What follows belongs to an exercise in optimizing a design on an open flow for small area, a short achievable clock period and few clock cycles; a production flow would make more cautious choices.
Where RTL was checked, it was by simulation tests only, not by an equivalence proof against the original.
The RTL of runs 1 to 3 was laid out without a check of its function.
Power and IR drop assume default switching activity.

==> flow/config.mk <==
export PLATFORM = sky130hd
export DESIGN_NAME = fondant_dec
export DESIGN_NICKNAME = fondant_dec
export VERILOG_FILES = /design/flow/design.v
export SDC_FILE = /design/flow/constraint.sdc
export NUM_CORES = 4
export LEC_CHECK = 0
export ABC_AREA = 1
export CAP_MARGIN = 20
export CORE_MARGIN = 2
export CORE_UTILIZATION = 65
export CTS_BUF_LIST = sky130_fd_sc_hd__clkbuf_16
export CTS_CLUSTER_DIAMETER = 100
export CTS_CLUSTER_SIZE = 30
export PLACE_DENSITY = 0.75
export SLEW_MARGIN = 20
==> flow/constraint.sdc <==
create_clock -name core_clock -period 36.0 [get_ports {clk}]
set_input_delay 7.2000 -clock core_clock [delete_from_list [all_inputs] [get_ports {clk}]]
set_output_delay 7.2000 -clock core_clock [all_outputs]
set_load 0.01 [all_outputs]
==> flow/design.v <==
module fondant_dec (
    input  wire        clk,
    input  wire        rst,
    input  wire        start,
    output wire        start_ready,
    input  wire [4:0]  s_depth,        
    input  wire [4:0]  s_k,            
    input  wire [3:0]  s_rows_m1,
    input  wire [5:0]  s_cols_m1,
    input  wire [15:0] s_len,          
    input  wire        in_valid,
    output wire        in_ready,
    input  wire [31:0] in_data,
    output reg         pix_valid,
    output reg  [15:0] pix_y,
    output reg         done
);
    localparam [1:0] S_IDLE  = 2'd0,
                     S_DIV   = 2'd1,
                     S_RUN   = 2'd2,
                     S_DRAIN = 2'd3;
    reg [1:0] state;
    reg       start_ready_r;
    reg       in_ready_r;        
    reg       rdy;               
    assign start_ready = start_ready_r;
    assign in_ready    = in_ready_r;
    wire take_start = start & (state == S_IDLE);
    reg [4:0]  b_r;
    reg [4:0]  k_r;
    reg [3:0]  rows_m1_r;
    reg [5:0]  cols_m1_r;
    reg [15:0] wrem;              
    wire [5:0] w6 = {k_r, 1'b1};
    wire [2:0] kbl = k_r[4] ? 3'd5 : k_r[3] ? 3'd4 : k_r[2] ? 3'd3 :
                     k_r[1] ? 3'd2 : k_r[0] ? 3'd1 : 3'd0;
    wire [4:0] bb_c = b_r - {2'b00, kbl};
    reg [4:0]  bb;                
    wire [4:0] bsh      = 5'd16 - bb;              
    wire [5:0] flen_esc = {1'b0, bb} + 6'd16;      
    reg [15:0] rcap;              
    integer    ci;
    always @* begin
        for (ci = 0; ci < 16; ci = ci + 1)
            rcap[ci] = (ci + 1 >= bb);
    end
    reg [5:0]  dr;                
    reg [15:0] q;                 
    reg [3:0]  dcnt;
    wire       d_bit1 = ~((dcnt == 4'd0) & b_r[0]);
    wire [6:0] d_t1   = {dr, d_bit1};
    wire       d_q1   = (d_t1 >= {1'b0, w6});
    wire [5:0] d_r1   = d_q1 ? (d_t1[5:0] - w6) : d_t1[5:0];
    wire [6:0] d_t2   = {d_r1, 1'b1};
    wire       d_q2   = (d_t2 >= {1'b0, w6});
    wire [5:0] d_r2   = d_q2 ? (d_t2[5:0] - w6) : d_t2[5:0];
    wire [3:0] d_n    = b_r[4:1] + {3'd0, b_r[0]};      
    wire       d_last = (dcnt + 4'd1 == d_n);
    wire [16:0] a0_sum = {1'b0, q} + 17'd33;
    wire [20:0] a0     = (a0_sum[16:6] < 11'd2) ? 21'd2 : {10'd0, a0_sum[16:6]};
    reg [31:0] q0, q1, q2, q3;
    reg        v0, v1, v2, v3;
    reg [31:0] win;               
    reg        wv;
    reg [4:0]  pos;               
    reg [20:0] acc;               
    reg [4:0]  ncnt;              
    reg        first;
    reg [3:0]  pi;                
    reg [5:0]  pj;                
    reg        pv;
    reg [15:0] pm;
    reg        pfirst, prow0, pcol0, plast;
    reg [5:0]  pcol;
    reg [15:0] rc;
    reg [3:0]  rpar;
    reg [21:0] a_hz;              
    reg [20:0] a_lz;              
    reg [4:0]  a_mid;
    integer    si;
    always @* begin
        a_hz[21] = 1'b1;
        for (si = 20; si >= 0; si = si - 1)
            a_hz[si] = a_hz[si + 1] & ~acc[si];
        a_lz[0] = 1'b1;
        for (si = 1; si < 21; si = si + 1)
            a_lz[si] = a_lz[si - 1] & ~acc[si - 1];
        for (si = 0; si < 16; si = si + 1) begin
            a_mid  = acc[si +: 5];
            rc[si] = (a_hz[si + 5] & ((a_mid < ncnt) | ((a_mid == ncnt) & a_lz[si]))) | rcap[si];
        end
    end
    wire [14:0] rmask = ~rc[14:0];
    wire [14:0] rt    = rmask;
    always @* begin
        rpar[3] = rt[7];
        rpar[2] = (rt[3] & ~rt[7]) | rt[11];
        rpar[1] = (rt[1] & ~rt[3]) | (rt[5] & ~rt[7]) | (rt[9] & ~rt[11]) | rt[13];
        rpar[0] = (rt[0] & ~rt[1]) | (rt[2] & ~rt[3]) | (rt[4] & ~rt[5]) | (rt[6] & ~rt[7]) |
                  (rt[8] & ~rt[9]) | (rt[10] & ~rt[11]) | (rt[12] & ~rt[13]) | rt[14];
    end
    reg [4:0] u;
    integer   ui;
    always @* begin
        u = 5'd16;
        for (ui = 15; ui >= 0; ui = ui - 1)
            if (!win[31 - ui]) u = ui[4:0];
    end
    wire esc = u[4];
    wire [31:0] pre_u  = win >> (~u[3:0]);
    wire [46:0] fld_r  = {15'd0, pre_u} << rpar;
    wire [15:0] low_r  = fld_r[31:16] & {1'b0, rmask};
    wire [18:0] u_sh   = {15'd0, u[3:0]} << rpar;
    wire [15:0] m_reg  = u_sh[15:0] | low_r;
    wire [15:0] fsrc   = first ? win[31:16] : win[15:0];
    wire [15:0] fld_b  = fsrc >> bsh;
    wire [15:0] mv     = (first | esc) ? fld_b : m_reg;
    wire [5:0]  flen   = first ? {1'b0, bb} :
                         esc   ? flen_esc :
                                 ({2'b00, rpar} + {1'b0, u} + 6'd1);
    wire [20:0] xsum   = acc + {5'd0, mv};
    wire        halve  = (ncnt == 5'd31);
    wire [20:0] a_nx   = first ? a0 : (halve ? {1'b0, xsum[20:1]} : xsum);
    wire [4:0]  n_nx   = first ? 5'd1 : (halve ? 5'd16 : ncnt + 5'd1);
    reg  [5:0] sc;                
    wire       ctake = pv & (pfirst | (pcol == sc));
    wire       pfree = ~pv | ctake;
    wire       dec   = (state == S_RUN) & wv & pfree;
    wire       p_last = (pi == rows_m1_r) & (pj == cols_m1_r);
    wire [5:0] pn    = {1'b0, pos} + (dec ? flen : 6'd0);
    wire       pop   = pn[5];
    wire [95:0] qcat = {q0, q1, q2};
    wire [95:0] qsh  = qcat << pn;
    wire [31:0] win_nx = qsh[95:64];
    wire wr_hi0 = (wrem[15:2] == 14'd0);
    wire wr_is0 = wr_hi0 & (wrem[1:0] == 2'd0);
    wire wr_is1 = wr_hi0 & (wrem[1:0] == 2'd1);
    wire wr_is2 = wr_hi0 & (wrem[1:0] == 2'd2);
    wire allin  = wr_is0;
    wire ok0 = v0 | (allin & ~(v0 | v1 | v2 | v3));
    wire ok1 = v1 | (allin & ~(v1 | v2 | v3));
    wire ok2 = v2 | (allin & ~(v2 | v3));
    wire need0 = ~pn[5];
    wire need2 = pn[5] & (pn[4:0] != 5'd0);
    wire need1 = (pn != 6'd0);
    wire wv_nx = (~need0 | ok0) & (~need1 | ok1) & (~need2 | ok2);
    wire mv0 = ~v0 | pop;
    wire mv1 = ~v1 | mv0;
    wire mv2 = ~v2 | mv1;
    wire mv3 = ~v3 | mv2;
    wire acc_w = in_valid & rdy;
    reg  acc_d;
    wire v0n = mv0 ? v1 : v0;
    wire v1n = mv1 ? v2 : v1;
    wire v2n = mv2 ? v3 : v2;
    wire v3n = rdy ? in_valid : (mv3 ? 1'b0 : v3);
    wire        wl_more  = ~((rdy & acc_d) ? wr_is2 :
                             (rdy | acc_d) ? wr_is1 : wr_is0);
    wire [2:0]  vsum     = {2'b00, v0} + {2'b00, v1} + {2'b00, v2} + {2'b00, v3} + {2'b00, rdy};
    wire        q_full   = vsum[2];
    wire        wl_more_o = ~((in_ready_r & acc_d) ? wr_is2 :
                              (in_ready_r | acc_d) ? wr_is1 : wr_is0);
    wire [2:0]  vsum_o    = {2'b00, v0} + {2'b00, v1} + {2'b00, v2} + {2'b00, v3} + {2'b00, in_ready_r};
    wire        q_full_o  = vsum_o[2];
    reg [15:0] ring [0:63];
    reg [15:0] cr;                
    reg [15:0] dreg;              
    wire [15:0] lc = cr;
    wire [15:0] uc = ring[63];
    wire [15:0] dc = dreg;
    reg         ud_ge, ud_le;
    reg  [17:0] umd;
    wire [17:0] umd_nx = {2'b00, ring[62]} - {2'b00, ring[63]};
    wire [16:0] d_lu   = {1'b0, lc} - {1'b0, uc};
    wire [16:0] d_ld   = {1'b0, lc} - {1'b0, dc};
    wire        l_ge_u = ~d_lu[16];
    wire        l_le_u = d_lu[16] | (lc == uc);
    wire        l_ge_d = ~d_ld[16];
    wire        l_le_d = d_ld[16] | (lc == dc);
    wire        p_min  = l_le_d & ud_ge;       
    wire        p_max  = l_ge_d & ud_le;       
    wire [17:0] grad   = {2'b00, lc} + umd;
    reg  [17:0] pred;
    always @* begin
        if (prow0)
            pred = {2'b00, lc};
        else if (pcol0)
            pred = {2'b00, uc};
        else if (p_min)
            pred = l_le_u ? {2'b00, lc} : {2'b00, uc};
        else if (p_max)
            pred = l_ge_u ? {2'b00, lc} : {2'b00, uc};
        else
            pred = grad;
    end
    wire [17:0] e18  = {18{pm[0]}} ^ {3'b000, pm[15:1]};
    wire [17:0] ec   = e18 + (pm[0] ? {2'b00, q} : {2'b11, ~q}) + {17'd0, pm[0]};
    wire [17:0] s1   = pred + e18;
    wire [17:0] s2   = pred + ec;
    wire        use2 = pm[0] ? s1[17] : ~s2[17];
    wire [15:0] code = pfirst ? pm : (use2 ? s2[15:0] : s1[15:0]);
    reg yv, ylast;
    wire [15:0] yraw  = cr * {10'd0, w6} + {11'd0, k_r};
    wire        yover = (cr == q) & ({1'b0, k_r} > dr);
    wire [15:0] maxv  = (17'd1 << b_r) - 17'd1;
    always @(posedge clk) begin
        if (rst) begin
            state         <= S_IDLE;
            start_ready_r <= 1'b1;
            in_ready_r    <= 1'b0;
            rdy           <= 1'b0;
            v0 <= 1'b0; v1 <= 1'b0; v2 <= 1'b0; v3 <= 1'b0;
            wv            <= 1'b0;
            pv            <= 1'b0;
            yv            <= 1'b0;
            pix_valid     <= 1'b0;
            done          <= 1'b0;
            acc_d         <= 1'b0;
        end else begin
            pix_valid <= yv;
            acc_d     <= acc_w & (state != S_IDLE);
            done      <= yv & ylast;
            yv        <= ctake;
            if (dec)
                pv <= 1'b1;
            else if (ctake)
                pv <= 1'b0;
            case (state)
                S_IDLE: begin
                    v0 <= 1'b0; v1 <= 1'b0; v2 <= 1'b0; v3 <= 1'b0;
                    wv <= 1'b0;
                    if (take_start) begin
                        state         <= S_DIV;
                        start_ready_r <= 1'b0;
                        in_ready_r    <= 1'b1;
                        rdy           <= 1'b1;
                    end
                end
                default: begin
                    v0 <= v0n; v1 <= v1n; v2 <= v2n; v3 <= v3n;
                    wv <= wv_nx;
                    in_ready_r <= ~q_full_o & wl_more_o;
                    rdy        <= ~q_full & wl_more;
                    if (state == S_DIV && d_last)
                        state <= S_RUN;
                    if (dec && p_last)
                        state <= S_DRAIN;
                    if (state == S_DRAIN && !pv && !ctake) begin
                        state         <= S_IDLE;
                        start_ready_r <= 1'b1;
                    end
                end
            endcase
        end
    end
    always @(posedge clk) begin
        if (state == S_IDLE) begin
            b_r       <= s_depth;
            k_r       <= s_k;
            rows_m1_r <= s_rows_m1;
            cols_m1_r <= s_cols_m1;
            wrem      <= s_len;
        end else if (acc_d) begin
            wrem      <= wrem - 16'd1;
        end
        if (state == S_IDLE) begin
            dr   <= 6'd0;
            q    <= 16'd0;
            dcnt <= 4'd0;
        end else if (state == S_DIV) begin
            if (dcnt == 4'd0) begin
                bb       <= bb_c;
            end
            dr   <= d_r2;
            q    <= {q[13:0], d_q1, d_q2};
            dcnt <= dcnt + 4'd1;
        end
        if (mv0) q0 <= q1;
        if (mv1) q1 <= q2;
        if (mv2) q2 <= q3;
        if (mv3) q3 <= in_data;
        win <= win_nx;
        pos <= (state == S_IDLE) ? 5'd0 : pn[4:0];
        if (state == S_IDLE) begin
            first <= 1'b1;
            pi    <= 4'd0;
            pj    <= 6'd0;
        end else if (dec) begin
            first <= 1'b0;
            acc   <= a_nx;
            ncnt  <= n_nx;
            if (pj == cols_m1_r) begin
                pj <= 6'd0;
                pi <= pi + 4'd1;
            end else begin
                pj <= pj + 6'd1;
            end
        end
        if (dec) begin
            pm     <= mv;
            pfirst <= first;
            prow0  <= (pi == 4'd0);
            pcol0  <= (pj == 6'd0);
            plast  <= p_last;
            pcol   <= pj;
        end
        begin : ring_shift
            integer ri;
            for (ri = 63; ri > 0; ri = ri - 1)
                ring[ri] <= ring[ri - 1];
            ring[0] <= ctake ? code : ring[63];
        end
        sc <= (ctake & pfirst) ? 6'd1 : sc + 6'd1;
        if (ctake) begin
            ud_ge <= umd_nx[17] | (ring[62] == ring[63]);
            ud_le <= ~umd_nx[17];
            umd   <= umd_nx;
            cr    <= code;
            dreg  <= uc;
            ylast <= plast;
        end
        pix_y <= yover ? maxv : yraw[15:0];
    end
endmodule
==> flow/flow/run.sh <==
#!/bin/bash
# The standard layout, with a stronger buffer (buf_4) on every input and
# output port than the default choice, and ORFS's timing repair asked to
# leave 28 ns of setup slack at the design's period (36 ns), so that it
# shortens the slowest paths. The constraints are the design's own.
# Each step's output goes to its own log under orfs/logs; make's own output
# goes to make.log here.
set -euo pipefail
export BUFFER_PORTS_ARGS="-buffer_cell sky130_fd_sc_hd__buf_4"
export SETUP_SLACK_MARGIN=28
bash standard.sh > make.log 2>&1
==> flow/standard.sh <==
#!/bin/bash
# synth_recipe.tcl (not shown) runs the flow's synth.tcl, then flattens the netlist and writes it again
# the make line also repeats each setting of config.mk as NAME=value (left out here)
make -C /OpenROAD-flow-scripts/flow DESIGN_CONFIG=/design/flow/config.mk WORK_HOME=/design/flow/orfs CLKGATE_MAP_FILE= SYNTH_SCRIPT=/design/flow/synth_recipe.tcl "${@:-finish}"
==> impl_results.md, run 1 <==
- Post-synthesis async set-or-reset flop share: 0%
- Run status: finished clean
- Instance area at placement: 0.0565 mm²
- Cell area after technology mapping: ~0.055 mm²
- Post-route standard cell area excluding fillers: 0.0587 mm²
- TritonCTS clock tree: done
- Via-to-Cell Ratio: approximately 5.7
- Average size of a mapped cell: ~9.5 µm²
- Number of global-route vias before repair: around 37,000
- Cell family contributing the most delay on the critical path: flip-flops
- RSZ-0062 raised after global routing: true
- DR vias: roughly 39,000
- Sequential area share after synthesis: between 50% and 60%
- Slew Viols, Final: 0
- Boundary pin count: between 90 and 100
- Maximum net fanout on the critical path: 2
- Number of sinks handled by clock tree synthesis: 1,408
- Placeable core area: ~0.084 mm²
- Hold Vio Cnt, Final: 0
- Data arrival time at the worst-slack endpoint: 1.16 ns
- Effective utilization at floorplan: 65.7%
- Final Skew: between 0.04 and 0.05 ns
- Total wire length: roughly 130,000 µm
- List of most frequent post-synthesis cells: nand2_1, dfxtp_1, inv_1
- Final instance count without filler cells: approximately 6,900
- Multiplexer share of the synthesized area: 0.928%
- First-iteration detailed-routing DRC count: roughly 3,900
- DIE HEIGHT: just under 300 µm
- Sum of overflow across all layers after global routing: 0
- Static Leak: ~0.026 µW
- Die extent in x: slightly below 300 µm
- Root Buffer Master: clkbuf_16
- Number of distinct library cells after synthesis: 75
- Critical path class: flop to output port
- # H-tree levels: 2
- Number of standard cells after synthesis: between 5,000 and 6,000
- Layout overhead on the synthesized area: 6.67%
- Net Count, Synth: 6,209
- Clock-pin slew on the worst setup and hold paths: approximately 0.11 ns
- Cell types with the largest area share after synthesis: dfxtp_1, edfxtp_1, nand2_1
- Number of routed nets with antenna violations: 0
- Main synth FF type: dfxtp_1
- Row count: 106
- Maximum number of pins on one net before global-route repair: a little under 90
- Number of buffers between clock root and the deepest sink: 3
- Detailed-router iteration count before antenna repair: 6
- Syn. warnings: 2
- DRC errors left: 0
- Final Critical Period: between 8 and 9 ns
- Wire length of the first global-routing pass: 205,000 µm
- Total die area: between 0.08 and 0.09 mm²
- Parity-gate share of the synthesized area counting xor and xnor cells: about 2.8%
- Least setup slack across all paths after layout: around 28 ns
- Total of max-cap violations: 0
- Worst-Margin Slew: between 1 and 1.5 ns
- Number of synthesized register bits: between 1,000 and 1,500
- Library cell with the highest instance count after synthesis: nand2_1
- Power density over cell area: between 60 and 70 mW/mm²
- Cell taking the most area after synthesis: dfxtp_1
- Average wire length per cell after detail routing: roughly 19 µm
- Number of buffers inserted during clock tree synthesis: just under 60
- CP Launch Point: start_ready_r$_SDFFE_PP1P_
- Crit path largest cell delay: 0.34 ns
- # hold bufs at CTS: 0
- Slack of the worst reg-to-reg path: 28.54 ns
- Proportion of layout cells with a drive suffix above 1: 5.61%
- Peak supply drop: slightly above 0.06 mV
- Hold Path Class: flop to flop
- Rel. slew slack: between 30% and 40%
- Post-synthesis share of cell area spent on full adders, half adders and majority gates: about 8.9%
- Final layout net count: 6,204
- Reg-to-Reg Start: cr[1]$_DFFE_PP_
- Count of buffering cells on the critical path with inverters included: 1
- Worst hold slack: approximately 0.31 ns
- Reg2Reg Depth: 33
- Count of port buffers added during placement: between 90 and 100
- Placed Cells incl. Taps: between 6,000 and 7,000
- Post-synth EDFFs: 273
- Share of the clock period used by the worst path after layout: between 20% and 30%
- Reg-to-Reg End: ring[0][15]$_DFF_P_
- Area share of the largest cell type after synthesis: 41.3%
- Worst setup path end: start_ready
- Startpoint class of the critical path: flop
- Synth Area in Compound Gates: under 10%
- Worst endpoint required time: about 29 ns
- Simple-gate portion of the synthesized area: 16.3%
- DP HPWL: 94,000 µm
- Routability Congestion: 0.969
- Kind of end point of the critical path: output port
- Number of antenna violations at the first check in global routing: 6
- Final setup fails: 0
- Crit path max-delay cell type: dfxtp_2
- Worst skew pair latency: about 0.7 ns
- Total negative setup slack: 0 ns
- Achievable Freq: approximately 0.12 GHz
- Pre-CTS setup slack: ~28 ns
- Overall fraction of global-route tracks in use: a little under a third
- Cell depth of the worst setup path: 1
- Largest family of logic cells by synthesized area: simple AND/OR/NAND/NOR gates
- Cell chain of the critical path: buf_6
## cells in the final DEF (no fill, tap or decap), types with 14 or more instances in the layout
master        n
buf_6        20
a211oi_1     14
a21oi_1     257
o221ai_1     23
ha_1        277
dfxtp_1    1118
nor2_1      274
o21ai_0     423
o21ai_1      18
edfxtp_1    273
nor3_1       42
buf_4       125
inv_1       537
clkbuf_16    58
nand2_1    1235
nand4_1      30
o21bai_1     14
o22ai_1      47
mux2i_1      51
a31oi_1      26
xor2_1      112
dfxtp_2      16
fa_1         71
nand3_1     462
o211ai_1     32
xnor2_1      60
## worst min-delay path by stage
stage | from | end | slack [ns] | cells past startpoint
CTS | ring[31][0]$_DFF_P_ | ring[32][0]$_DFF_P_ | 0.31 | 0
detailed placement | ring[22][12]$_DFF_P_ | ring[23][12]$_DFF_P_ | 0.31 | 0
finish | ring[46][13]$_DFF_P_ | ring[47][13]$_DFF_P_ | 0.31 | 0
floorplan | ring[9][0]$_DFF_P_ | ring[10][0]$_DFF_P_ | 0.31 | 0
global placement | ring[29][2]$_DFF_P_ | ring[30][2]$_DFF_P_ | 0.31 | 0
global route | ring[6][0]$_DFF_P_ | ring[7][0]$_DFF_P_ | 0.31 | 0
## through the flow
step	power (µW)	util, %
3_3_place_gp	3080	67.5
5_1_grt	4160	70.1
4_1_cts	3910	69.8
2_1_floorplan	2740	-
6_report	3920	70.1
3_5_place_dp	3100	67.5
## final cells by class
| type | count | area (µm²) |
|---|---|---|
| Antenna cell | 2 | 5.00 |
| Clock buffer | 58 | 1450 |
| Clock inverter | 32 | 375 |
| Fill cell | 6283 | 25000 |
| Inverter | 548 | 2080 |
| Multi-Input combinational cell | 3620 | 21200 |
| Sequential cell | 1408 | 30900 |
| Tap cell | 1134 | 1420 |
| Timing Repair Buffer | 145 | 1160 |
| Timing Repair inverter | 1 | 5.00 |
## power by group
group          switching [µW]  internal (µW)
Clock                     490            316
Sequential               57.3           1680
Combinational             887            488
## per-layer routing
metal / GRT usage, % / part of all wire (%) / up-vias
met5: 0 / 0.020 / -
met4: 12.3 / 4.4 / 4
met3: 4.02 / 7.5 / 293
met2: 49.4 / 46 / 1650
met1: 41.1 / 42 / 18300
li1: - / - / 19100
## kinds of logic (layout without fill, tap and decap cells)
kind of cell | count (synthesis) | in the layout
AO/OA/AOI/OAI | 923 | 923
XOR/XNOR | 175 | 175
adder cells (fa/ha/maj) | 350 | 350
buffers and inverters | 760 | 784
flip-flops | 1408 | 1408
multiplexers | 51 | 51
other | 0 | 2
AND/OR/NAND/NOR | 2120 | 2121
## timing repair
action / CTS / global route
setup endpoints to repair: 26 / 184
buffers inserted: 1 / 22
hold endpoints to repair: 0 / 0
gates resized for setup: 31 / 17
gates cloned: 0 / 2
pin swaps: 0 / 1
## registers in the layout (all words and copies together), names as in the netlist, 17 cells and up
register	flops
q0	32
umd	17
ring	1024
acc	21
win	32
q3	32
q1	32
q2	32
==> run 2, diff against run 1 <==
--- a/flow/config.mk
+++ b/flow/config.mk
@@ -10,7 +10,7 @@
 export CORE_MARGIN = 2
 export CORE_UTILIZATION = 65
-export CTS_BUF_LIST = sky130_fd_sc_hd__clkbuf_16
-export CTS_CLUSTER_DIAMETER = 100
-export CTS_CLUSTER_SIZE = 30
+export CTS_BUF_LIST = sky130_fd_sc_hd__clkbuf_8
+export CTS_CLUSTER_DIAMETER = 60
+export CTS_CLUSTER_SIZE = 16
 export PLACE_DENSITY = 0.75
 export SLEW_MARGIN = 20
==> impl_results.md, run 2 <==
- Run status: finished clean (unchanged)
- Syn. warnings: 2 (unchanged)
- Worst endpoint required time: 28.80 ns (about the same)
- Number of routed nets with antenna violations: 0 (unchanged)
- Number of synthesized register bits: 1,408 (unchanged)
- Startpoint class of the critical path: flop (unchanged)
- Total die area: 0.0869 mm² (unchanged)
- Cell area after technology mapping: 0.0550 mm² (unchanged)
- Crit path max-delay cell type: dfxtp_4 (was dfxtp_2)
- Data arrival time at the worst-slack endpoint: 1.30 ns (was 1.16 ns)
- Worst skew pair latency: 0.83 ns (was 0.70 ns)
- Count of buffering cells on the critical path with inverters included: 1 (unchanged)
- Proportion of layout cells with a drive suffix above 1: 6.71% (was 5.61%)
- Total wire length: 131,000 µm (was 133,000 µm)
- Number of distinct library cells after synthesis: 75 (unchanged)
- # H-tree levels: 3 (was 2)
- Final layout net count: 6,257 (was 6,204)
- Net Count, Synth: 6,209 (unchanged)
- Most frequent standard cell in the layout excluding fill and tap cells: nand2_1 (unchanged)
- Effective utilization at floorplan: 65.7% (unchanged)
- Main synth FF type: dfxtp_1 (unchanged)
- Hold Vio Cnt, Final: 0 (unchanged)
- Count of port buffers added during placement: 91 (unchanged)
- Number of antenna violations at the first check in global routing: 6 (unchanged)
- DIE HEIGHT: 295 µm (unchanged)
- Root Buffer Master: clkbuf_8 (was clkbuf_16)
- Final Skew: 0.0619 ns (was 0.0455 ns)
- Pre-CTS setup slack: 27.84 ns (unchanged)
- Worst-Margin Slew: 1.03 ns (was 1.02 ns)
- Average wire length per cell after detail routing: 18.6 µm (was 19.2 µm)
- Cell taking the most area after synthesis: dfxtp_1 (unchanged)
- Detailed-router iteration count before antenna repair: 7 (was 6)
- Layout overhead on the synthesized area: 6.99% (was 6.67%)
- Die extent in x: 295 µm (unchanged)
- Cell chain of the critical path: buf_6 (unchanged)
- Average size of a mapped cell: 9.50 µm² (unchanged)
- Post-synth EDFFs: 273 (unchanged)
- Largest register FFs: 1,024 (unchanged)
- Sum of overflow across all layers after global routing: 0 (unchanged)
- Least setup slack across all paths after layout: 27.50 ns (was 27.64 ns)
- Final setup fails: 0 (unchanged)
- Power density over cell area: 66.8 mW/mm² (about the same)
- Library cell with the highest instance count after synthesis: nand2_1 (unchanged)
- Number of global-route vias before repair: 37,000 (was 36,900)
- Via-to-Cell Ratio: 5.62 (was 5.66)
- List of most frequent post-synthesis cells: nand2_1, dfxtp_1, inv_1 (unchanged)
- Critical path class: flop to output port (unchanged)
- Rel. slew slack: 31.1% (was 31.8%)
- Final Critical Period: 8.50 ns (was 8.36 ns)
- Clock-pin slew on the worst setup and hold paths: 0.12 ns (was 0.11 ns)
- TritonCTS clock tree: done (unchanged)
- First-iteration detailed-routing DRC count: 4,193 (was 3,927)
- DP HPWL: 94,000 µm (unchanged)
- Row count: 106 (unchanged)
- Total of max-cap violations: 0 (unchanged)
- Boundary pin count: 92 (unchanged)
- Hold Path Class: flop to flop (unchanged)
- Cell family contributing the most delay on the critical path: flip-flops (unchanged)
- Number of standard cells after synthesis: 5,787 (unchanged)
- Peak supply drop: 0.0590 mV (was 0.0616 mV)
- Total negative setup slack: 0 ns (unchanged)
- Slew Viols, Final: 0 (unchanged)
- Achievable Freq: 0.118 GHz (was 0.120 GHz)
- Wire length of the first global-routing pass: 202,000 µm (was 205,000 µm)
- Fill cells: 6,299 (was 6,283)
- Maximum net fanout on the critical path: 2 (unchanged)
- RSZ-0062 raised after global routing: true (unchanged)
- Placeable core area: 0.0837 mm² (unchanged)
- Kind of end point of the critical path: output port (unchanged)
- # hold bufs at CTS: 0 (unchanged)
- Top reg by flops: ring (unchanged)
- DR vias: 39,500 (was 39,300)
- Highest-count cells in the layout ignoring fill and taps: nand2_1, dfxtp_1, inv_1 (unchanged)
- Area share of the largest cell type after synthesis: 41.3% (unchanged)
- Sequential area share after synthesis: 56.2% (unchanged)
- Post-synthesis async set-or-reset flop share: 0% (unchanged)
- Post-layout util: 70.3% (was 70.1%)
- Share of the clock period used by the worst path after layout: 23.6% (was 23.2%)
- Number of buffers inserted during clock tree synthesis: 109 (was 58)
- Routability Congestion: 0.969 (unchanged)
- Overall fraction of global-route tracks in use: 30.0% (was 30.4%)
- DRC errors left: 0 (unchanged)
- Static Leak: 0.0258 µW (was 0.0257 µW)
- Maximum number of pins on one net before global-route repair: 89 (unchanged)
- Number of sinks handled by clock tree synthesis: 1,408 (unchanged)
- Number of buffers between clock root and the deepest sink: 3 (unchanged)
- Crit path largest cell delay: 0.36 ns (was 0.34 ns)
- Cell types with the largest area share after synthesis: dfxtp_1, edfxtp_1, nand2_1 (unchanged)
==> run 2: cell counts after synthesis <==
No cell type changed its count.
==> run 2: kinds of logic (layout without fill, tap and decap cells) <==
group	Yosys count	count (layout)	share of synthesized area [%]
AND/OR/NAND/NOR	2120	2121	16.3
XOR/XNOR	175	175	2.79
other	0	4	0
multiplexers	51	51	0.928
adder cells (fa/ha/maj)	350	350	8.95
flip-flops	1408	1408	56.2
AO/OA/AOI/OAI	923	923	9.41
buffers and inverters	760	858	5.37
==> run 2: final cells by class <==
| type | instances | area [µm²] | area share, % |
|---|---|---|---|
| Tap cell | 1134 | 1420 | 2.41 |
| Clock buffer | 110 | 1510 | 2.57 |
| Antenna cell | 4 | 10.0 | 0.0170 |
| Sequential cell | 1408 | 30900 | 52.6 |
| Timing Repair Buffer | 147 | 1180 | 2.00 |
| Clock inverter | 52 | 469 | 0.797 |
| Multi-Input combinational cell | 3620 | 21200 | 36.1 |
| Inverter | 548 | 2080 | 3.54 |
| Timing Repair inverter | 1 | 5.00 | 0.00851 |
==> run 2: repair_timing <==
action,in CTS,in global routing
cloned,0,2
endpoints found under the setup margin,44,186
setup buffers,1,24
pin swaps,0,1
gates resized for setup,31,17
==> run 2: report_power, final <==
part / internal (µW) / switching [µW] / leakage, µW
registers: 1680 / 57.1 / 0.0118
logic: 488 / 887 / 0.0129
clock network: 311 / 505 / 0.00108
total: 2480 / 1450 / 0.0258
==> run 2: layer usage <==
layer	part of all wire [%]	global-route usage, %
met5	0.021	0
met4	4.6	13.3
met3	7.7	5.14
met2	45	46.9
met1	43	41.0
==> run 2: per-stage QoR <==
step / instance area, µm² / instances / power, µW / hold slack, ns
after floorplan: 55000 / 5787 / 2740 / 0.310
after global routing: 58800 / 7023 / 4180 / 0.311
after CTS: 58600 / 6994 / 3920 / 0.300
final: 58800 / 7024 / 3930 / 0.297
after global placement: 56500 / 6831 / 3080 / 0.309
after detailed placement: 56500 / 6831 / 3100 / 0.312
==> run 2: path summary, 6_finish.rpt <==
check / start / endpoint / slack [ns] / depth (start not counted)
setup / recovery: in_ready_r$_SDFFE_PP0P_ / in_ready / 27.50 / 1
hold / removal: ring[26][4]$_DFF_P_ / ring[27][4]$_DFF_P_ / 0.30 / 0
setup reg to reg: cr[1]$_DFFE_PP_ / ring[0][13]$_DFF_P_ / 28.56 / 35
hold reg to reg: ring[26][4]$_DFF_P_ / ring[27][4]$_DFF_P_ / 0.30 / 0
==> run 3, diff against run 2 <==
--- a/flow/design.v
+++ b/flow/design.v
@@ -31,5 +31,5 @@
     reg [3:0]  rows_m1_r;
     reg [5:0]  cols_m1_r;
-    reg [15:0] wrem;              
+    reg [10:0] wrem;              
     wire [5:0] w6 = {k_r, 1'b1};
     wire [2:0] kbl = k_r[4] ? 3'd5 : k_r[3] ? 3'd4 : k_r[2] ? 3'd3 :
@@ -37,5 +37,4 @@
     wire [4:0] bb_c = b_r - {2'b00, kbl};
     reg [4:0]  bb;                
-    wire [4:0] bsh      = 5'd16 - bb;              
     wire [5:0] flen_esc = {1'b0, bb} + 6'd16;      
     reg [15:0] rcap;              
@@ -113,4 +112,5 @@
     wire [18:0] u_sh   = {15'd0, u[3:0]} << rpar;
     wire [15:0] m_reg  = u_sh[15:0] | low_r;
+    wire [4:0]  bsh    = 5'd16 - bb;
     wire [15:0] fsrc   = first ? win[31:16] : win[15:0];
     wire [15:0] fld_b  = fsrc >> bsh;
@@ -133,5 +133,5 @@
     wire [95:0] qsh  = qcat << pn;
     wire [31:0] win_nx = qsh[95:64];
-    wire wr_hi0 = (wrem[15:2] == 14'd0);
+    wire wr_hi0 = (wrem[10:2] == 9'd0);
     wire wr_is0 = wr_hi0 & (wrem[1:0] == 2'd0);
     wire wr_is1 = wr_hi0 & (wrem[1:0] == 2'd1);
@@ -158,9 +158,9 @@
                              (rdy | acc_d) ? wr_is1 : wr_is0);
     wire [2:0]  vsum     = {2'b00, v0} + {2'b00, v1} + {2'b00, v2} + {2'b00, v3} + {2'b00, rdy};
-    wire        q_full   = vsum[2];
+    wire        q_full   = vsum[2] & ~pop;
     wire        wl_more_o = ~((in_ready_r & acc_d) ? wr_is2 :
                               (in_ready_r | acc_d) ? wr_is1 : wr_is0);
     wire [2:0]  vsum_o    = {2'b00, v0} + {2'b00, v1} + {2'b00, v2} + {2'b00, v3} + {2'b00, in_ready_r};
-    wire        q_full_o  = vsum_o[2];
+    wire        q_full_o  = vsum_o[2] & ~pop;
     reg [15:0] ring [0:63];
     reg [15:0] cr;                
@@ -170,6 +170,6 @@
     wire [15:0] dc = dreg;
     reg         ud_ge, ud_le;
-    reg  [17:0] umd;
-    wire [17:0] umd_nx = {2'b00, ring[62]} - {2'b00, ring[63]};
+    reg  [15:0] umd;              
+    wire [16:0] umd_nx = {1'b0, ring[62]} - {1'b0, ring[63]};
     wire [16:0] d_lu   = {1'b0, lc} - {1'b0, uc};
     wire [16:0] d_ld   = {1'b0, lc} - {1'b0, dc};
@@ -180,5 +180,6 @@
     wire        p_min  = l_le_d & ud_ge;       
     wire        p_max  = l_ge_d & ud_le;       
-    wire [17:0] grad   = {2'b00, lc} + umd;
+    wire [15:0] grad16 = lc + umd;
+    wire [17:0] grad   = {2'b00, grad16};
     reg  [17:0] pred;
     always @* begin
@@ -260,7 +261,7 @@
             rows_m1_r <= s_rows_m1;
             cols_m1_r <= s_cols_m1;
-            wrem      <= s_len;
+            wrem      <= s_len[10:0];
         end else if (acc_d) begin
-            wrem      <= wrem - 16'd1;
+            wrem      <= wrem - 11'd1;
         end
         if (state == S_IDLE) begin
@@ -313,7 +314,7 @@
         sc <= (ctake & pfirst) ? 6'd1 : sc + 6'd1;
         if (ctake) begin
-            ud_ge <= umd_nx[17] | (ring[62] == ring[63]);
-            ud_le <= ~umd_nx[17];
-            umd   <= umd_nx;
+            ud_ge <= umd_nx[16] | (ring[62] == ring[63]);
+            ud_le <= ~umd_nx[16];
+            umd   <= umd_nx[15:0];
             cr    <= code;
             dreg  <= uc;
--- a/flow/config.mk
+++ b/flow/config.mk
@@ -10,7 +10,7 @@
 export CORE_MARGIN = 2
 export CORE_UTILIZATION = 65
-export CTS_BUF_LIST = sky130_fd_sc_hd__clkbuf_8
-export CTS_CLUSTER_DIAMETER = 60
-export CTS_CLUSTER_SIZE = 16
+export CTS_BUF_LIST = sky130_fd_sc_hd__clkbuf_16
+export CTS_CLUSTER_DIAMETER = 80
+export CTS_CLUSTER_SIZE = 25
 export PLACE_DENSITY = 0.75
 export SLEW_MARGIN = 20
==> impl_results.md, run 3 <==
- Run status: finished clean (unchanged)
- Cell types with the largest area share after synthesis: dfxtp_1, edfxtp_1, nand2_1 (unchanged)
- Maximum number of pins on one net before global-route repair: 97 (was 89)
- TritonCTS clock tree: done (unchanged)
- Die extent in x: 293 µm (was 295 µm)
- Sum of overflow across all layers after global routing: 0 (unchanged)
- Cell chain of the critical path: buf_6 (unchanged)
- Reg-to-Reg End: q2[8]$_DFFE_PP_ (was ring[0][13]$_DFF_P_)
- Proportion of layout cells with a drive suffix above 1: 5.56% (was 6.71%)
- Destination of the worst hold path: ring[56][12]$_DFF_P_ (was ring[27][4]$_DFF_P_)
- Reg-to-Reg Start: bb[0]$_DFFE_PP_ (was cr[1]$_DFFE_PP_)
- Count of buffering cells on the critical path with inverters included: 1 (unchanged)
- RSZ-0062 raised after global routing: true (unchanged)
- Average size of a mapped cell: 9.51 µm² (was 9.50 µm²)
- DP HPWL: 85,100 µm (was 94,000 µm)
- Number of buffers inserted during clock tree synthesis: 71 (was 109)
- Total negative setup slack: 0 ns (unchanged)
- Routability Congestion: 0.949 (was 0.969)
- Most frequent standard cell in the layout excluding fill and tap cells: nand2_1 (unchanged)
- Clock-pin slew on the worst setup and hold paths: 0.10 ns (was 0.12 ns)
- Share of the clock period used by the worst path after layout: 23.1% (was 23.6%)
- Number of standard cells after synthesis: 5,709 (was 5,787)
- Post-synthesis async set-or-reset flop share: 0% (unchanged)
- Data arrival time at the worst-slack endpoint: 1.13 ns (was 1.30 ns)
- Static Leak: 0.0257 µW (was 0.0258 µW)
- Worst skew pair latency: 0.67 ns (was 0.83 ns)
- Final Skew: 0.0617 ns (was 0.0619 ns)
- Instance area at placement: 0.0558 mm² (was 0.0565 mm²)
- Largest register FFs: 1,024 (unchanged)
- DR vias: 38,400 (was 39,500)
- Launch point of the worst hold path: ring[55][12]$_DFF_P_ (was ring[26][4]$_DFF_P_)
- Cell taking the most area after synthesis: dfxtp_1 (unchanged)
- Layout overhead on the synthesized area: 7.58% (was 6.99%)
- Library cell with the highest instance count after synthesis: nand2_1 (unchanged)
- Number of distinct library cells after synthesis: 66 (was 75)
- Peak supply drop: 0.0694 mV (was 0.0590 mV)
- Number of stages on the worst hold path: 0 (unchanged)
- Number of global-route vias before repair: 36,700 (was 37,000)
- DIE HEIGHT: 293 µm (was 295 µm)
- Reg2Reg Depth: 30 (was 35)
- Row count: 106 (unchanged)
- Syn. warnings: 2 (unchanged)
- Boundary pin count: 92 (unchanged)
- List of most frequent post-synthesis cells: nand2_1, dfxtp_1, inv_1 (unchanged)
- Final layout net count: 6,145 (was 6,257)
- Final setup fails: 0 (unchanged)
- Number of buffers between clock root and the deepest sink: 3 (unchanged)
- Total of max-cap violations: 0 (unchanged)
- Power density over cell area: 66.7 mW/mm² (was 66.8 mW/mm²)
- Worst endpoint required time: 28.80 ns (about the same)
- Top reg by flops: ring (unchanged)
- Placeable core area: 0.0832 mm² (was 0.0837 mm²)
- Number of sinks handled by clock tree synthesis: 1,402 (was 1,408)
- Startpoint class of the critical path: flop (unchanged)
- Number of routed nets with antenna violations: 0 (unchanged)
- Average wire length per cell after detail routing: 17.9 µm (was 18.6 µm)
- Slew Viols, Final: 0 (unchanged)
- Critical path class: flop to output port (unchanged)
- Effective utilization at floorplan: 65.3% (was 65.7%)
- Total die area: 0.0859 mm² (was 0.0869 mm²)
- Final Critical Period: 8.33 ns (was 8.50 ns)
- Number of antenna violations at the first check in global routing: 1 (was 6)
- Count of port buffers added during placement: 86 (was 91)
- # hold bufs at CTS: 0 (unchanged)
- First-iteration detailed-routing DRC count: 3,662 (was 4,193)
- Highest-count cells in the layout ignoring fill and taps: nand2_1, dfxtp_1, inv_1 (unchanged)
- Net Count, Synth: 6,129 (was 6,209)
- Hold Vio Cnt, Final: 0 (unchanged)
- Total wire length: 122,000 µm (was 131,000 µm)
- Wire length of the first global-routing pass: 193,000 µm (was 202,000 µm)
- Via-to-Cell Ratio: 5.62 (about the same)
- DRC errors left: 0 (unchanged)
- Crit path largest cell delay: 0.36 ns (about the same)
- Maximum net fanout on the critical path: 2 (unchanged)
- Main synth FF type: dfxtp_1 (unchanged)
- Hold Path Class: flop to flop (unchanged)
- Number of synthesized register bits: 1,402 (was 1,408)
- Worst-Margin Slew: 1.06 ns (was 1.03 ns)
- Cell area after technology mapping: 0.0543 mm² (was 0.0550 mm²)
- Kind of end point of the critical path: output port (unchanged)
- Post-route standard cell area excluding fillers: 0.0584 mm² (was 0.0588 mm²)
- Rel. slew slack: 29.6% (was 31.1%)
- Slack of the worst reg-to-reg path: 28.44 ns (was 28.56 ns)
- # H-tree levels: 3 (unchanged)
- Post-synth EDFFs: 267 (was 273)
- Overall fraction of global-route tracks in use: 28.3% (was 30.0%)
- Fill cells: 6,268 (was 6,299)
- Cell family contributing the most delay on the critical path: flip-flops (unchanged)
- Detailed-router iteration count before antenna repair: 6 (was 7)
- Crit path max-delay cell type: dfxtp_4 (unchanged)
- Area share of the largest cell type after synthesis: 41.8% (was 41.3%)
- Root Buffer Master: clkbuf_16 (was clkbuf_8)
- Sequential area share after synthesis: 56.6% (was 56.2%)
- Achievable Freq: 0.120 GHz (was 0.118 GHz)
run 3: cell types whose count changed in the layout (fill, tap and decap cells not counted), moves of 15 or more:
| cell | previous run | this run |
|---|---|---|
| clkbuf_8 | 110 | 0 |
| clkbuf_16 | 0 | 74 |
| nand2_1 | 1235 | 1259 |
| nand3_1 | 462 | 486 |
| nor2_1 | 274 | 250 |
| o21ai_0 | 423 | 399 |
| a21oi_1 | 257 | 241 |
| inv_1 | 543 | 528 |
run 3: what timing repair did:
action,4_1_cts,5_1_grt
gates resized for setup,48,22
endpoints found under the setup margin,198,183
pin swaps,1,1
cloned,2,1
buffers inserted,6,17
run 3: per-stage QoR:
stage	total power, µW	util [%]	setup WS [ns]	std cells	hold slack, ns
5_1_grt	4140	70.3	27.64	6836	0.308
3_5_place_dp	3000	67.1	26.51	6705	0.312
3_3_place_gp	2970	67.1	26.27	6704	0.310
6_report	3900	70.3	27.67	6837	0.300
4_1_cts	3900	70.0	27.65	6817	0.310
2_1_floorplan	2680	-	28.28	5709	0.310
run 3: per-layer routing:
metal | wire, µm | GRT usage (%) | up-vias | share of wire [%]
met5 | 0 | 0 | - | 0
met4 | 4880 | 11.3 | 0 | 4.0
met3 | 9450 | 5.05 | 274 | 7.7
met2 | 55700 | 45.6 | 1389 | 46
met1 | 52100 | 38.0 | 17900 | 43
li1 | - | - | 18900 | -
run 3: area by class of cell:
| class | count | area (µm²) | share of cell area [%] |
|---|---|---|---|
| Sequential cell | 1402 | 30800 | 52.7 |
| Multi-Input combinational cell | 3566 | 20900 | 35.7 |
| Inverter | 541 | 2080 | 3.55 |
| Clock buffer | 74 | 1850 | 3.17 |
| Tap cell | 1080 | 1350 | 2.31 |
| Timing Repair Buffer | 142 | 1180 | 2.02 |
| Clock inverter | 30 | 320 | 0.548 |
| Timing Repair inverter | 1 | 5.00 | 0.00857 |
| Antenna cell | 1 | 2.50 | 0.00428 |
run 3: worst max-delay path by stage:
stage	from	endpoint	slack [ns]	cells past startpoint
6_report	in_ready_r$_SDFFE_PP0P_	in_ready	27.67	1
5_1_grt	in_ready_r$_SDFFE_PP0P_	in_ready	27.64	1
4_1_cts	in_ready_r$_SDFFE_PP0P_	in_ready	27.65	1
3_5_place_dp	bb[0]$_DFFE_PP_	q2[14]$_DFFE_PP_	26.51	31
3_3_place_gp	bb[0]$_DFFE_PP_	q2[13]$_DFFE_PP_	26.27	30
2_1_floorplan	rst	wv$_SDFF_PP0_	28.28	3
run 3: kinds of logic (layout without fill, tap and decap cells):
logic type               after synthesis  in the layout  synth area share [%]
AND/OR/NAND/NOR                     2118           2120                  16.3
flip-flops                          1402           1402                  56.6
AO/OA/AOI/OAI                        856            856                  8.81
buffers and inverters                743            788                  5.22
adder cells (fa/ha/maj)              348            348                  9.01
XOR/XNOR                             178            178                  2.87
multiplexers                          64             64                  1.18
other                                  0              1                     0
run 3: report_power, final:
part	total, µW	leakage, µW	internal, µW	switching, µW
Clock	883	0.00110	388	496
Combinational	1290	0.0128	478	815
Sequential	1720	0.0117	1670	51.1
Total	3900	0.0257	2530	1360
==> run 4, diff against run 3 <==
--- a/flow/design.v
+++ b/flow/design.v
@@ -130,7 +130,10 @@
     wire [5:0] pn    = {1'b0, pos} + (dec ? flen : 6'd0);
     wire       pop   = pn[5];
-    wire [95:0] qcat = {q0, q1, q2};
-    wire [95:0] qsh  = qcat << pn;
-    wire [31:0] win_nx = qsh[95:64];
+    wire [63:0] fs5 = pn[5] ? {q1, q2} : {q0, q1};
+    wire [47:0] fs4 = pn[4] ? fs5[47:0] : fs5[63:16];
+    wire [39:0] fs3 = pn[3] ? fs4[39:0] : fs4[47:8];
+    wire [35:0] fs2 = pn[2] ? fs3[35:0] : fs3[39:4];
+    wire [33:0] fs1 = pn[1] ? fs2[33:0] : fs2[35:2];
+    wire [31:0] win_nx = pn[0] ? fs1[32:1] : fs1[33:2];
     wire wr_hi0 = (wrem[10:2] == 9'd0);
     wire wr_is0 = wr_hi0 & (wrem[1:0] == 2'd0);
@@ -204,5 +207,10 @@
     wire [15:0] yraw  = cr * {10'd0, w6} + {11'd0, k_r};
     wire        yover = (cr == q) & ({1'b0, k_r} > dr);
-    wire [15:0] maxv  = (17'd1 << b_r) - 17'd1;
+    reg  [15:0] maxv;             
+    integer     mi;
+    always @* begin
+        for (mi = 0; mi < 16; mi = mi + 1)
+            maxv[mi] = (b_r > mi);
+    end
     always @(posedge clk) begin
         if (rst) begin
@@ -247,5 +255,5 @@
                     if (dec && p_last)
                         state <= S_DRAIN;
-                    if (state == S_DRAIN && !pv && !ctake) begin
+                    if (state == S_DRAIN && (!pv || ctake)) begin
                         state         <= S_IDLE;
                         start_ready_r <= 1'b1;
==> impl_results.md, run 4 <==
- Clock-pin slew on the worst setup and hold paths: 0.09 ns (was 0.10 ns)
- First-iteration detailed-routing DRC count: 3,676 (was 3,662)
- DP HPWL: 79,200 µm (was 85,100 µm)
- Maximum number of pins on one net before global-route repair: 94 (was 97)
- Library cell with the highest instance count after synthesis: dfxtp_1 (was nand2_1)
- Placeable core area: 0.0802 mm² (was 0.0832 mm²)
- Post-layout util: 70.4% (was 70.3%)
- CP Launch Point: start_ready_r$_SDFFE_PP1P_ (was in_ready_r$_SDFFE_PP0P_)
- Achievable Freq: 0.120 GHz (about the same)
- Count of port buffers added during placement: 86 (unchanged)
- Reg-to-Reg Start: cr[9]$_DFFE_PP_ (was bb[0]$_DFFE_PP_)
- # hold bufs at CTS: 0 (unchanged)
- Average size of a mapped cell: 10.1 µm² (was 9.51 µm²)
- Number of antenna violations at the first check in global routing: 1 (unchanged)
- Kind of end point of the critical path: output port (unchanged)
- Number of distinct library cells after synthesis: 67 (was 66)
- Number of routed nets with antenna violations: 0 (unchanged)
- Multi-input gate area in the final layout: 0.0190 mm² (was 0.0209 mm²)
- Number of global-route vias before repair: 34,800 (was 36,700)
- Number of buffers inserted during clock tree synthesis: 70 (was 71)
- Average wire length per cell after detail routing: 18.3 µm (was 17.9 µm)
- Cell types with the largest area share after synthesis: dfxtp_1, edfxtp_1, ha_1 (was dfxtp_1, edfxtp_1, nand2_1)
- Fill cells: 5,878 (was 6,268)
- Data arrival time at the worst-slack endpoint: 1.13 ns (about the same)
- Routability Congestion: 0.950 (was 0.949)
- Share of the clock period used by the worst path after layout: 23.1% (about the same)
- Worst setup path end: start_ready (was in_ready)
- Sequential cell area: 0.0308 mm² (unchanged)
- Worst-Margin Slew: 1.04 ns (was 1.06 ns)
- Worst endpoint required time: 28.80 ns (about the same)
- Worst skew pair latency: 0.69 ns (was 0.67 ns)
- Main synth FF type: dfxtp_1 (unchanged)
- Largest family of logic cells by synthesized area: simple AND/OR/NAND/NOR gates (unchanged)
- Number of buffers between clock root and the deepest sink: 3 (unchanged)
- Total die area: 0.0829 mm² (was 0.0859 mm²)
- Simple-gate portion of the synthesized area: 15.9% (was 16.3%)
- Cell area after technology mapping: 0.0524 mm² (was 0.0543 mm²)
- Peak supply drop: 0.0596 mV (was 0.0694 mV)
- Top reg by flops: ring (unchanged)
- Detailed-router iteration count before antenna repair: 6 (unchanged)
- Final instance count without filler cells: 6,359 (was 6,837)
- Critical path class: flop to output port (unchanged)
- Static Leak: 0.0248 µW (was 0.0257 µW)
- Synth Area in Compound Gates: 8.02% (was 8.81%)
- Placed Cells incl. Taps: 6,218 (was 6,705)
- Reg-to-Reg End: ring[0][7]$_DFF_P_ (was q2[8]$_DFFE_PP_)
- Post-synthesis share of cell area spent on full adders, half adders and majority gates: 9.27% (was 9.01%)
- Multiplexer share of the synthesized area: 0.248% (was 1.18%)
- Net Count, Synth: 5,625 (was 6,129)
- Total negative setup slack: 0 ns (unchanged)
- DIE HEIGHT: 288 µm (was 293 µm)
- Count of buffering cells on the critical path with inverters included: 1 (unchanged)
- Post-route standard cell area excluding fillers: 0.0565 mm² (was 0.0584 mm²)
- DR vias: 35,900 (was 38,400)
- Parity-gate share of the synthesized area counting xor and xnor cells: 2.66% (was 2.87%)
- Slack of the worst reg-to-reg path: 28.45 ns (was 28.44 ns)
- Final layout net count: 5,684 (was 6,145)
- Cell depth of the worst setup path: 1 (unchanged)
- Post-synthesis async set-or-reset flop share: 0% (unchanged)
- Final setup fails: 0 (unchanged)
- Layout overhead on the synthesized area: 7.73% (was 7.58%)
- TritonCTS clock tree: done (unchanged)
- Final Skew: 0.0490 ns (was 0.0617 ns)
- # H-tree levels: 3 (unchanged)
- Wire length of the first global-routing pass: 185,000 µm (was 193,000 µm)
- Area share of the largest cell type after synthesis: 43.4% (was 41.8%)
- Post-synth EDFFs: 267 (unchanged)
- Root Buffer Master: clkbuf_16 (unchanged)
- Rel. slew slack: 30.8% (was 29.6%)
- Maximum net fanout on the critical path: 2 (unchanged)
- Startpoint class of the critical path: flop (unchanged)
- Boundary pin count: 92 (unchanged)
- Hold Path Class: flop to flop (unchanged)
- Total wire length: 117,000 µm (was 122,000 µm)
- Overall fraction of global-route tracks in use: 28.2% (was 28.3%)
- List of most frequent post-synthesis cells: dfxtp_1, nand2_1, nand3_1 (was nand2_1, dfxtp_1, inv_1)
- Cell family contributing the most delay on the critical path: flip-flops (unchanged)
- Final Critical Period: 8.33 ns (about the same)
- Power density over cell area: 66.8 mW/mm² (was 66.7 mW/mm²)
- Sum of overflow across all layers after global routing: 0 (unchanged)
- Pre-CTS setup slack: 26.71 ns (was 26.51 ns)
- Least setup slack across all paths after layout: 27.67 ns (about the same)
- Total of max-cap violations: 0 (unchanged)
- Hold Vio Cnt, Final: 0 (unchanged)
- Cell taking the most area after synthesis: dfxtp_1 (unchanged)
- Slew Viols, Final: 0 (unchanged)
- Highest-count cells in the layout ignoring fill and taps: dfxtp_1, nand2_1, nand3_1 (was nand2_1, dfxtp_1, inv_1)
- Number of sinks handled by clock tree synthesis: 1,402 (unchanged)
- Reg2Reg Depth: 34 (was 30)
- Number of standard cells after synthesis: 5,208 (was 5,709)
- Row count: 104 (was 106)
- Crit path max-delay cell type: dfxtp_2 (was dfxtp_4)
- Die extent in x: 288 µm (was 293 µm)
- Cell chain of the critical path: buf_6 (unchanged)
- Run status: finished clean (unchanged)
- Launch point of the worst hold path: ring[59][15]$_DFF_P_ (was ring[55][12]$_DFF_P_)
- Syn. warnings: 2 (unchanged)
- Instance area at placement: 0.0539 mm² (was 0.0558 mm²)
- Crit path largest cell delay: 0.36 ns (about the same)
- RSZ-0062 raised after global routing: true (unchanged)
- Most frequent standard cell in the layout excluding fill and tap cells: dfxtp_1 (was nand2_1)
- Number of synthesized register bits: 1,402 (unchanged)
- Proportion of layout cells with a drive suffix above 1: 6.81% (was 5.56%)
- Sequential area share after synthesis: 58.6% (was 56.6%)
- Largest register FFs: 1,024 (unchanged)
- Via-to-Cell Ratio: 5.65 (was 5.62)
- Effective utilization at floorplan: 65.4% (was 65.3%)
- DRC errors left: 0 (unchanged)
run 4: cell type report:
class | count | share of cell area [%]
sequential | 1402 | 54.5
multi-input combinational | 3106 | 33.6
inverter | 533 | 3.59
clock buffer | 71 | 3.15
tap | 1060 | 2.35
timing repair buffer | 153 | 2.18
clock inverter | 32 | 0.583
timing repair inverter | 1 | 0.00886
antenna | 1 | 0.00443
run 4: worst min-delay path by stage:
stage	cells past startpoint	slack, ns	end
after global routing	0	0.31	ring[1][10]$_DFF_P_
after global placement	0	0.31	ring[48][14]$_DFF_P_
after detailed placement	0	0.31	ring[10][7]$_DFF_P_
after floorplan	0	0.31	ring[10][0]$_DFF_P_
after CTS	0	0.31	ring[60][15]$_DFF_P_
final	0	0.30	ring[60][15]$_DFF_P_
run 4: cell families (layout without fill, tap and decap cells):
family / Yosys count / after routing
fa+ha+maj: 345 / 345
flops: 1402 / 1402
xor+xnor: 159 / 159
simple gates: 1877 / 1879
buf+inv: 702 / 790
other cells: 0 / 1
compound gates: 710 / 710
mux: 13 / 13
run 4: metal layers:
layer / GRT usage [%] / part of all wire [%] / wire length [µm]
met1: 37.6 / 42 / 49600
met3: 3.26 / 5.9 / 6860
met4: 10.9 / 3.9 / 4590
met2: 47.4 / 48 / 55700
met5: 0 / 0 / 0
run 4: power by group:
group          switching, µW  total, µW  internal (µW)  leakage, µW
logic                    738       1180            438       0.0119
clock network            501        875            374      0.00108
registers               51.6       1720           1670       0.0119
total                   1290       3770           2480       0.0248
run 4: timing repair:
action | in CTS | in global routing
setup endpoints to repair | 203 | 189
gates resized for setup | 45 | 14
pin swaps | 2 | 0
gates cloned | 3 | 0
setup buffers | 5 | 29
run 4: stage by stage:
step,power [µW],hold WS (ns)
3_5_place_dp,2880,0.312
2_1_floorplan,2610,0.310
6_report,3770,0.305
3_3_place_gp,2870,0.310
5_1_grt,4000,0.313
4_1_cts,3780,0.307
Testbench counts of run 4, summed over its fixed seeds: cycles 330,320.
==> run 5, diff against run 4 <==
==> flow/flow/run.sh (replaced) <==
#!/bin/bash
# The standard layout, with a stronger buffer (buf_1) on every input and
# output port than the default choice, and ORFS's timing repair asked to
# leave 28 ns of setup slack at the design's period (36 ns), so that it
# shortens the slowest paths. The constraints are the design's own.
# Each step's output goes to its own log under orfs/logs; make's own output
# goes to make.log here.
set -euo pipefail
export BUFFER_PORTS_ARGS="-buffer_cell sky130_fd_sc_hd__buf_1"
export SETUP_SLACK_MARGIN=28
bash standard.sh > make.log 2>&1
==> impl_results.md, run 5 <==
- Syn. warnings: 2 (unchanged)
- Cell taking the most area after synthesis: dfxtp_1 (unchanged)
- Post-synth EDFFs: 267 (unchanged)
- Maximum net fanout on the critical path: 1 (was 2)
- Number of sinks handled by clock tree synthesis: 1,402 (unchanged)
- Post-synthesis async set-or-reset flop share: 0% (unchanged)
- DRC errors left: 0 (unchanged)
- Least setup slack across all paths after layout: 27.67 ns (about the same)
- # hold bufs at CTS: 0 (unchanged)
- Diodes inserted: 0 (was 1)
- Number of standard cells after synthesis: 5,208 (unchanged)
- List of most frequent post-synthesis cells: dfxtp_1, nand2_1, nand3_1 (unchanged)
- Worst-Margin Slew: 1.05 ns (was 1.04 ns)
- Run status: finished clean (unchanged)
- Effective utilization at floorplan: 65.4% (unchanged)
- DIE HEIGHT: 288 µm (unchanged)
- Number of buffers inserted during clock tree synthesis: 71 (was 70)
- Via-to-Cell Ratio: 5.68 (was 5.65)
- Worst skew pair latency: 0.68 ns (was 0.69 ns)
- Worst endpoint required time: 28.80 ns (about the same)
- Routability Congestion: 0.949 (was 0.950)
- Final Critical Period: 8.33 ns (about the same)
- Static Leak: 0.0246 µW (was 0.0248 µW)
- Count of buffering cells on the critical path with inverters included: 1 (unchanged)
- Clock-pin slew on the worst setup and hold paths: 0.10 ns (was 0.09 ns)
- Achievable Freq: 0.120 GHz (about the same)
- Hold Vio Cnt, Final: 0 (unchanged)
- Overall fraction of global-route tracks in use: 28.2% (about the same)
- First-iteration detailed-routing DRC count: 3,560 (was 3,676)
- Cell area after technology mapping: 0.0524 mm² (unchanged)
- Average size of a mapped cell: 10.1 µm² (unchanged)
- Startpoint class of the critical path: flop (unchanged)
- Peak supply drop: 0.0630 mV (was 0.0596 mV)
- Sequential area share after synthesis: 58.6% (unchanged)
- Largest register FFs: 1,024 (unchanged)
- Number of synthesized register bits: 1,402 (unchanged)
- Final instance count without filler cells: 6,359 (unchanged)
- Maximum number of pins on one net before global-route repair: 94 (unchanged)
- Final setup fails: 0 (unchanged)
- Number of routed nets with antenna violations: 0 (unchanged)
- Most frequent standard cell in the layout excluding fill and tap cells: dfxtp_1 (unchanged)
- Placeable core area: 0.0802 mm² (unchanged)
- Slew Viols, Final: 0 (unchanged)
- Top reg by flops: ring (unchanged)
- Layout overhead on the synthesized area: 7.21% (was 7.73%)
- Count of port buffers added during placement: 86 (unchanged)
- Detailed-router iteration count before antenna repair: 5 (was 6)
- Total negative setup slack: 0 ns (unchanged)
- Number of buffers between clock root and the deepest sink: 3 (unchanged)
- Critical path class: flop to output port (unchanged)
- Rel. slew slack: 30.1% (was 30.8%)
- Kind of end point of the critical path: output port (unchanged)
- Total of max-cap violations: 0 (unchanged)
- Cell types with the largest area share after synthesis: dfxtp_1, edfxtp_1, ha_1 (unchanged)
- Die extent in x: 288 µm (unchanged)
- Boundary pin count: 92 (unchanged)
- Hold Path Class: flop to flop (unchanged)
- Row count: 104 (unchanged)
- Share of the clock period used by the worst path after layout: 23.1% (about the same)
- Net Count, Synth: 5,625 (unchanged)
- Final layout net count: 5,683 (was 5,684)
- Sum of overflow across all layers after global routing: 0 (unchanged)
- Number of global-route vias before repair: 34,600 (was 34,800)
- Highest-count cells in the layout ignoring fill and taps: dfxtp_1, nand2_1, nand3_1 (unchanged)
- Final Skew: 0.0365 ns (was 0.0490 ns)
- Power consumption: 3780 µW (was 3770 µW)
- Data arrival time at the worst-slack endpoint: 1.13 ns (about the same)
- # H-tree levels: 3 (unchanged)
- Pre-CTS setup slack: 26.65 ns (was 26.71 ns)
- RSZ-0062 raised after global routing: true (unchanged)
- Wire length of the first global-routing pass: 185,000 µm (about the same)
- Cell chain of the critical path: buf_6 (unchanged)
- Average wire length per cell after detail routing: 18.4 µm (was 18.3 µm)
- Cell family contributing the most delay on the critical path: flip-flops (unchanged)
- Crit path max-delay cell type: dfxtp_2 (unchanged)
- Worst hold slack: 0.309 ns (was 0.305 ns)
- Proportion of layout cells with a drive suffix above 1: 5.42% (was 6.81%)
- DP HPWL: 79,200 µm (about the same)
- Number of distinct library cells after synthesis: 67 (unchanged)
- Main synth FF type: dfxtp_1 (unchanged)
- Number of antenna violations at the first check in global routing: 6 (was 1)
- Root Buffer Master: clkbuf_16 (unchanged)
- Total die area: 0.0829 mm² (unchanged)
- Area share of the largest cell type after synthesis: 43.4% (unchanged)
- Crit path largest cell delay: 0.34 ns (was 0.36 ns)
- Library cell with the highest instance count after synthesis: dfxtp_1 (unchanged)
- TritonCTS clock tree: done (unchanged)
- DR vias: 36,100 (was 35,900)
- Placed Cells incl. Taps: 6,219 (was 6,218)
- Total wire length: 117,000 µm (about the same)
- Power density over cell area: 67.3 mW/mm² (was 66.8 mW/mm²)
[run 5: cell counts after synthesis]
Identical to the previous run, type by type.
[run 5: cell type report]
class / instances / area [µm²]
well taps: 1060 / 1330
repair buffers: 151 / 931
clock buffers: 72 / 1800
inverters: 533 / 2030
clock inverters: 34 / 342
repair inverters: 1 / 5.00
fillers: 5869 / 24000
flip-flops and latches: 1402 / 30800
multi-input cells: 3106 / 19000
[run 5: through the flow]
step	instance area (µm²)	util (%)
floorplan	52400	-
global placement	53600	66.9
detailed placement	53600	66.9
CTS	55900	69.8
global route	56200	70.1
finish	56200	70.1
[run 5: kinds of logic after synthesis]
family	share of synthesized area (%)
compound gates	8.02
xor+xnor	2.66
fa+ha+maj	9.27
buf+inv	5.25
mux	0.248
simple gates	15.9
flops	58.6
[run 5: path summary, 6_finish.rpt]
path,from,endpoint,slack (ns),cells past startpoint
min reg2reg,ring[0][3]$_DFF_P_,ring[1][3]$_DFF_P_,0.31,0
max reg2reg,cr[4]$_DFFE_PP_,ring[0][7]$_DFF_P_,28.39,36
min,ring[0][3]$_DFF_P_,ring[1][3]$_DFF_P_,0.31,0
max,pix_valid$_SDFF_PP0_,pix_valid,27.67,1
[run 5: repair_timing]
item,in CTS,in global routing
pin swaps,2,0
buffers inserted,5,26
gates cloned,3,0
endpoints found under the hold margin,0,0
setup endpoints to repair,215,188
resized for setup,46,21
[run 5: layer usage]
layer / wire, µm / vias up / part of all wire (%) / track usage [%]
li1: - / 17500 / - / -
met1: 49000 / 17000 / 42 / 37.2
met2: 55900 / 1342 / 48 / 47.4
met3: 7410 / 242 / 6.3 / 3.87
met4: 4690 / 4 / 4.0 / 10.7
met5: 27 / - / 0.023 / 0
[run 5: where the power goes]
part,switching [µW],internal [µW],total (µW)
clock,502,384,886
sequential,47.3,1670,1710
combinational,752,431,1180

## re-timing with driven ports
No port has a modelled driver above. Below, the same layouts with a new extraction and two added sets of constraints. Step 1 (the two cells are an assumption about what drives the block):
set clk [get_ports {clk}]
set_driving_cell -lib_cell sky130_fd_sc_hd__clkbuf_16 $clk
set_driving_cell -lib_cell sky130_fd_sc_hd__buf_2 [delete_from_list [all_inputs] $clk]
Step 2 adds t to the input delays and takes it off the output delays; t is the mean of the earliest and latest rising clock arrival at the registers after step 1. Input paths then give back, and output paths get back, about the clock's delay inside the block. Three values: no drivers, after step 1, after step 2; two values: the first two.
| run | t (ns) | setup slack, ns | slew at the worst register clock pin (ns) |
|---|---|---|---|
| run 1 | 0.754 | 27.637 / 27.567 / 27.802 | 0.13 / 0.13 |
| run 2 | 0.866 | 27.497 / 27.432 / 27.843 | 0.12 / 0.12 |
| run 3 | 0.706 | 27.669 / 27.601 / 27.979 | 0.10 / 0.10 |
| run 4 | 0.728 | 27.668 / 27.601 / 27.946 | 0.10 / 0.10 |
| run 5 | 0.728 | 27.673 / 27.605 / 27.628 | 0.10 / 0.10 |
After both steps every run listed still meets setup and hold. The setup slack of run 5, which loses most, moves by -0.068 ns with the drivers and by -0.045 ns with both steps.
